From an optimization exercise on the open Yosys and OpenROAD flow, aimed at small area, a short achievable clock period and few clock cycles; shortcuts taken in it are not production practice.
RTL that was checked went through simulation tests only; none was proved equivalent to the original.

purple:
==> flow/design.v <==
module crc_engine (
    input  wire        clk,
    input  wire        rst_n,
    input  wire        start,
    input  wire [6:0]  cfg_width,        
    input  wire [63:0] cfg_poly,         
    input  wire [63:0] cfg_init,
    input  wire [63:0] cfg_xorout,
    input  wire        cfg_refin,
    input  wire        cfg_refout,
    input  wire [3:0]  cfg_prefix_len,   
    input  wire [63:0] cfg_prefix,
    input  wire [3:0]  cfg_suffix_len,   
    input  wire [63:0] cfg_suffix,
    input  wire        in_valid,
    input  wire [7:0]  in_data,
    input  wire        in_last,
    output reg         in_ready,
    output reg         busy,
    output reg         done,
    output reg  [63:0] result
);
    localparam [2:0] S_IDLE = 3'd0,
                     S_AL1  = 3'd1,
                     S_AL2  = 3'd2,
                     S_RUN  = 3'd3,
                     S_OUT  = 3'd4;
    reg [2:0]  state;
    reg        ld;           
    reg [3:0]  pre_left;     
    reg [3:0]  suf_left;     
    reg        got_last;     
    reg        data_done;    
    reg [7:0]  hb;           
    reg        hb_v;
    reg        hb_l;
    reg [7:0]  fr;           
    reg        use_hb;       
    reg [63:0] crc;          
    reg [63:0] poly;         
    reg [5:0]  rot;          
    reg        refin;
    reg        refout;
    reg [63:0] xorout;
    reg [63:0] prefix;
    reg [63:0] suffix;
    function [63:0] rev64(input [63:0] v);
        integer n;
        begin
            for (n = 0; n < 64; n = n + 1)
                rev64[n] = v[63 - n];
        end
    endfunction
    function [7:0] rev8(input [7:0] v);
        integer n;
        begin
            for (n = 0; n < 8; n = n + 1)
                rev8[n] = v[7 - n];
        end
    endfunction
    wire run     = (state == S_RUN);
    wire pre_ph  = (pre_left != 4'd0);
    wire suf_ph  = !pre_ph && data_done;
    wire step    = run && (!use_hb || hb_v);
    wire is_last = use_hb ? (hb_l && suf_left == 4'd0) : (suf_ph && suf_left == 4'd1);
    wire take    = in_valid && in_ready;
    reg  [63:0] rot_in;
    wire [5:0]  rot_amt = rot;
    always @* begin
        if (state == S_AL1)
            rot_in = poly;
        else if (state == S_AL2)
            rot_in = crc;
        else
            rot_in = rev64(crc);
    end
    reg  [63:0] rot_out;
    integer r;
    always @* begin
        rot_out = rot_in;
        for (r = 0; r < 6; r = r + 1)
            if (rot_amt[r])
                rot_out = (rot_out >> (1 << r)) | (rot_out << (64 - (1 << r)));
    end
    wire [7:0] feed = use_hb ? hb : fr;
    reg  [63:0] crc_next;
    reg         fb;
    integer i;
    always @* begin
        crc_next = crc;
        for (i = 7; i >= 0; i = i - 1) begin
            fb       = crc_next[63] ^ feed[i];
            crc_next = crc_next << 1;
            if (fb)
                crc_next = crc_next ^ poly;
        end
    end
    reg [2:0] state_n;
    reg [3:0] pre_n, suf_n;
    reg       hb_v_n, got_last_n, data_done_n;
    always @* begin
        state_n     = state;
        pre_n       = pre_left;
        suf_n       = suf_left;
        hb_v_n      = hb_v;
        got_last_n  = got_last;
        data_done_n = data_done;
        if (state == S_AL1)
            state_n = S_AL2;
        if (state == S_AL2)
            state_n = S_RUN;
        if (step) begin
            if (is_last)
                state_n = S_OUT;
            if (pre_ph)
                pre_n = pre_left - 4'd1;
            else if (use_hb) begin
                hb_v_n = 1'b0;
                if (hb_l)
                    data_done_n = 1'b1;
            end else
                suf_n = suf_left - 4'd1;
        end
        if (take) begin
            hb_v_n     = 1'b1;
            got_last_n = in_last;
        end
        if (ld) begin
            state_n     = start ? S_AL1 : S_IDLE;
            hb_v_n      = 1'b0;
            got_last_n  = 1'b0;
            data_done_n = 1'b0;
        end
        if (!rst_n)
            state_n = S_IDLE;
    end
    wire [3:0] pre_nn = ld ? cfg_prefix_len : pre_n;
    wire pre_ph_n = (pre_nn != 4'd0);
    wire use_hb_n = !pre_ph_n && !data_done_n;
    wire hb_l_n   = take ? in_last : hb_l;
    wire last_n   = use_hb_n ? (hb_v_n && hb_l_n && suf_n == 4'd0)
                             : (!pre_ph_n && suf_n == 4'd1);
    wire busy_n   = (state_n == S_AL1) || (state_n == S_AL2) ||
                    (state_n == S_RUN && !(refout && last_n));
    always @(posedge clk) begin
        result    <= (refout ? rev64(crc_next) : rev64(rot_out)) ^ xorout;
        done      <= rst_n && ((state == S_OUT) || (refout && step && is_last));
        state     <= state_n;
        busy      <= busy_n;
        ld        <= !busy_n;
        in_ready  <= (state_n != S_IDLE && state_n != S_OUT) && !got_last_n && !(hb_v_n && (pre_ph_n || state_n != S_RUN));
        pre_left  <= pre_nn;
        suf_left  <= ld ? cfg_suffix_len : suf_n;
        hb_v      <= hb_v_n;
        got_last  <= got_last_n;
        data_done <= data_done_n;
        use_hb    <= use_hb_n;
        if (pre_n != 4'd0)
            fr <= refin ? rev8(prefix[(pre_n - 4'd1) * 8 +: 8]) : prefix[(pre_n - 4'd1) * 8 +: 8];
        else
            fr <= refin ? rev8(suffix[(suf_n - 4'd1) * 8 +: 8]) : suffix[(suf_n - 4'd1) * 8 +: 8];
        if (ld) begin
            rot    <= cfg_width[5:0];
            refin  <= cfg_refin;
            refout <= cfg_refout;
            poly   <= cfg_poly;
            crc    <= cfg_init;
            xorout <= cfg_xorout;
            prefix <= cfg_prefix;
            suffix <= cfg_suffix;
        end else begin
            if (state == S_AL1)
                poly <= rot_out;
            if (state == S_AL2)
                crc <= rot_out;
            if (step)
                crc <= crc_next;
            if (take) begin
                hb   <= refin ? rev8(in_data) : in_data;
                hb_l <= in_last;
            end
        end
    end
endmodule
clock: 25.0 ns
lec_check: 0
cap_margin: 20
core_margin: 2
core_utilization: 65
cts_cluster_diameter: 150
cts_cluster_size: 24
setup_slack_margin: 1.0
slew_margin: 20
standard.sh (not shown) runs the stock make flow with config.mk's settings and CLKGATE_MAP_FILE= SYNTH_SCRIPT=/design/flow/synth_recipe.tcl, a recipe that flattens the netlist after the stock synthesis.
==> flow/flow/run.sh <==
#!/bin/bash
# The standard layout, with two changes to how it is made:
#  - port buffers are sky130_fd_sc_hd__buf_1 instead of the default delay cell
#  - repair_timing aims for a large setup margin, so that the critical paths
#    are sized for a much shorter cycle than the 25 ns clock
# make's output goes to run_standard.log here; ORFS's own logs stay in orfs/logs.
set -euo pipefail
bash standard.sh \
  'BUFFER_PORTS_ARGS=-buffer_cell sky130_fd_sc_hd__buf_1' \
  SETUP_SLACK_MARGIN=19.0 \
  finish > run_standard.log 2>&1
> inputs changed (purple -> red)
--- a/flow/design.v
+++ b/flow/design.v
@@ -134,27 +134,22 @@
         if (!rst_n)
             state_n = S_IDLE;
     end
+    wire busy_n   = (state_n == S_AL1) || (state_n == S_AL2) || (state_n == S_RUN);
     wire [3:0] pre_nn = ld ? cfg_prefix_len : pre_n;
     wire pre_ph_n = (pre_nn != 4'd0);
-    wire use_hb_n = !pre_ph_n && !data_done_n;
-    wire hb_l_n   = take ? in_last : hb_l;
-    wire last_n   = use_hb_n ? (hb_v_n && hb_l_n && suf_n == 4'd0)
-                             : (!pre_ph_n && suf_n == 4'd1);
-    wire busy_n   = (state_n == S_AL1) || (state_n == S_AL2) ||
-                    (state_n == S_RUN && !(refout && last_n));
     always @(posedge clk) begin
-        result    <= (refout ? rev64(crc_next) : rev64(rot_out)) ^ xorout;
-        done      <= rst_n && ((state == S_OUT) || (refout && step && is_last));
+        result    <= (refout ? rev64(crc) : rev64(rot_out)) ^ xorout;
+        done      <= rst_n && (state == S_OUT);
         state     <= state_n;
         busy      <= busy_n;
         ld        <= !busy_n;
-        in_ready  <= (state_n != S_IDLE && state_n != S_OUT) && !got_last_n && !(hb_v_n && (pre_ph_n || state_n != S_RUN));
+        in_ready  <= busy_n && !got_last_n && !(hb_v_n && (pre_ph_n || state_n != S_RUN));
         pre_left  <= pre_nn;
         suf_left  <= ld ? cfg_suffix_len : suf_n;
         hb_v      <= hb_v_n;
         got_last  <= got_last_n;
         data_done <= data_done_n;
-        use_hb    <= use_hb_n;
+        use_hb    <= !pre_ph_n && !data_done_n;
         if (pre_n != 4'd0)
             fr <= refin ? rev8(prefix[(pre_n - 4'd1) * 8 +: 8]) : prefix[(pre_n - 4'd1) * 8 +: 8];
         else
Notes after the runs:
- red vs purple on routed wire length on met2: red is the lower one.
- On peak per-stage delay on the critical path: red sits below purple.
- Against purple, number of buffers other than clock buffers in the final layout in red fell by a few percent.
- In the flow results for purple and red, the proportion of cell area occupied by registers is larger on red.
- When the final numbers for purple and red were put side by side, the register-to-register slack turned out to be greater in red.
- What purple reported for routed wire length has to be multiplied by 0.857 to get the figure for red.
- purple fits on a die that is larger than the die of red.
- When red is set beside purple, its chip width turns out to be 4.0% smaller.
Testbench counts of red, summed over its fixed seeds: cycles 16,503.
For purple, only the layout was checked, not whether the RTL still works.

-- port drivers added, routing unchanged --
No port has a modelled driver above. Below, the same layouts with a new extraction and two added sets of constraints. Step 1: set_driving_cell puts a clkbuf_16 on clk and a buf_2 on each other input, an assumption about the parent block. Step 2, shift: input delay + t, output delay - t, t = (earliest + latest rising clock arrival at the registers) / 2. This alone moves slack from input paths to output paths. Slacks: ideal ports / drivers / drivers and shift; pairs: ideal ports / drivers.
run	shift t [ns]	setup WS [ns]	cell pins on the clock port's net
purple	0.646	18.906 / 18.845 / 18.547	1
red	0.633	18.962 / 18.899 / 18.740	1
After both steps setup and hold are still met in every run listed. The setup slack of purple, which loses most, moves by -0.061 ns with the drivers and by -0.359 ns with both steps.
